This is an optimization exercise on Yosys and OpenROAD, whose aim is small area, a short achievable clock period and few clock cycles, not a production implementation.
The RTL was checked by simulation tests, not by an equivalence proof against the original design.
Power figures rest on the tool's default switching activity, not on a simulated workload.

rev 12:
Design feng_regress, start of the top module:
module feng_regress (
    input  wire        clk,
    input  wire        rst,           
    input  wire [1:0]  cfg_method,    
    input  wire [3:0]  cfg_prescale,  
    input  wire        in_valid,
    output wire        in_ready,
    input  wire        in_close,      
    input  wire [47:0] in_stamp,      
    input  wire        in_missed,     
    output reg         out_valid,
    output wire [24:0] out_n,
    output wire [63:0] out_period,    
    output wire [87:0] out_freq,      
    output wire [51:0] out_spread,    
    output wire [63:0] out_min,       
    output wire [63:0] out_max,       
    output reg         out_fallback,
    output reg         out_nosignal,
    output reg         out_lost
);
For scale: about 1600 flip-flops, ~420 I/O pins.
export LEC_CHECK = 0
export CAP_MARGIN = 20
export CORE_MARGIN = 2
export CORE_UTILIZATION = 58
export CTS_BUF_LIST = sky130_fd_sc_hd__clkbuf_16
export CTS_CLUSTER_DIAMETER = 150
export CTS_CLUSTER_SIZE = 18
export PLACE_DENSITY = 0.66
export SLEW_MARGIN = 20
export SYNTH_HIERARCHICAL = 1
export SYNTH_MINIMUM_KEEP_SIZE = 0
create_clock -name core_clock -period 25.0 [get_ports {clk}]
standard.sh (not shown) runs the stock make flow with config.mk's settings and CLKGATE_MAP_FILE= SYNTH_SCRIPT=/design/flow/synth_recipe.tcl, a recipe that flattens the netlist after the stock synthesis.
==> flow/flow/run.sh <==
#!/bin/bash
set -euo pipefail
MARGIN=$(awk -v p="${FLOW_PERIOD_NS:-25}" 'BEGIN { printf "%.2f", p - 6.5 }')
bash standard.sh synth > synth.log 2>&1
bash standard.sh SETUP_SLACK_MARGIN="$MARGIN" MATCH_CELL_FOOTPRINT=0 \
    "BUFFER_PORTS_ARGS=-buffer_cell sky130_fd_sc_hd__buf_4" finish > layout.log 2>&1
Rev 12 ended with every stage complete and zero timing, DRC or antenna violations.
Testbench counts of rev 12, summed over its fixed seeds: cycles 372,207.
Inputs modified between rev 12 and rev 13:
==> flow/flow/run.sh <==
#!/bin/bash
set -euo pipefail
MARGIN=$(awk -v p="${FLOW_PERIOD_NS:-25}" 'BEGIN { printf "%.2f", p - 6.7 }')
bash standard.sh synth > synth.log 2>&1
bash standard.sh SETUP_SLACK_MARGIN="$MARGIN" MATCH_CELL_FOOTPRINT=0 \
    "BUFFER_PORTS_ARGS=-buffer_cell sky130_fd_sc_hd__buf_4" finish > layout.log 2>&1
[compare] base=rev 12 new=rev 13: synthesized area divided by synthesized cell count roughly the same, share of layout cells above drive strength 1 saw a decrease, total track usage down 0.42 points.

---

feng_regress, a different RTL version from the one above (not shown whole).
Size: roughly 14,000 cells after synthesis, roughly 420 I/O pins, ~150,000 um2 of cells after synthesis.
Settings: LEC_CHECK=0, CAP_MARGIN=20, CORE_MARGIN=2, CORE_UTILIZATION=60, CTS_BUF_LIST=sky130_fd_sc_hd__clkbuf_16, CTS_CLUSTER_DIAMETER=200, CTS_CLUSTER_SIZE=22, PLACE_DENSITY=0.68, SLEW_MARGIN=20, SYNTH_HIERARCHICAL=1, SYNTH_MINIMUM_KEEP_SIZE=0; clock period 25.0 ns.
==> flow/flow/run.sh <==
#!/bin/bash
set -euo pipefail
MARGIN=$(awk -v p="${FLOW_PERIOD_NS:-25}" 'BEGIN { printf "%.2f", p - 6.5 }')
bash standard.sh synth > synth.log 2>&1
bash standard.sh SETUP_SLACK_MARGIN="$MARGIN" MATCH_CELL_FOOTPRINT=0 \
    "BUFFER_PORTS_ARGS=-buffer_cell sky130_fd_sc_hd__buf_4" finish > layout.log 2>&1
Testbench counts at the start, summed over its fixed seeds: cycles 372,387.
Then changed:
==> flow/flow/run.sh (replaced) <==
#!/bin/bash
set -euo pipefail
MARGIN=$(awk -v p="${FLOW_PERIOD_NS:-25}" 'BEGIN { printf "%.2f", p - 6.6 }')
bash standard.sh synth > synth.log 2>&1
bash standard.sh SETUP_SLACK_MARGIN="$MARGIN" MATCH_CELL_FOOTPRINT=0 finish > layout.log 2>&1
Settings changed: CORE_UTILIZATION 60 to 55, CTS_BUF_LIST sky130_fd_sc_hd__clkbuf_16 to default, CTS_CLUSTER_DIAMETER 200 to default, CTS_CLUSTER_SIZE 22 to default, PLACE_DENSITY 0.68 to 0.65.
=> The changed run passed the timing, DRC and antenna checks; wire length shrinks by 2.2%; die area grows by 9.0%; sequential cell count is unchanged; design area grows by 3.1%; sequential power shrinks by about 0.8%; core utilization shrinks by 3.4 points; via count shrinks by 2.0%; count of clock-buffer cells in the layout grows by 179; synthesized area stays the same; synthesized cell count does not change.

-- separate check: timing with driven ports --
The flow's constraints put no driver on any port. The routed layouts listed below were extracted and timed again, unchanged, in two steps. Step 1, drivers: a clkbuf_16 drives clk and a buf_2 each remaining input, both assumed. Step 2 adds t to the input delays and takes it off the output delays; t is the mean of the earliest and latest rising clock arrival at the registers after step 1. Input paths then give back, and output paths get back, about the clock's delay inside the block. a / b / c = no drivers / after step 1 / after step 2; a / b = the first two.
| run | shift t [ns] | setup WS [ns] | worst setup path at the end | latest minus earliest clock arrival (ns) | worst register clock-pin slew, ns |
|---|---|---|---|---|---|
| rev 12 | 0.987 | 18.323 / 18.202 / 18.463 | register to register | 0.110 / 0.110 | 0.12 / 0.12 |
| rev 13 | 0.938 | 18.209 / 18.132 / 18.209 | register to register | 0.083 / 0.082 | 0.10 / 0.10 |
| the first run of note 2 | 0.932 | 18.222 / 18.213 / 18.222 | register to register | 0.056 / 0.055 | 0.12 / 0.12 |
| the second run of note 2 | 0.980 | 18.281 / 18.167 / 18.289 | register to register | 0.089 / 0.089 | 0.07 / 0.07 |
After both steps every run listed still meets setup and hold.
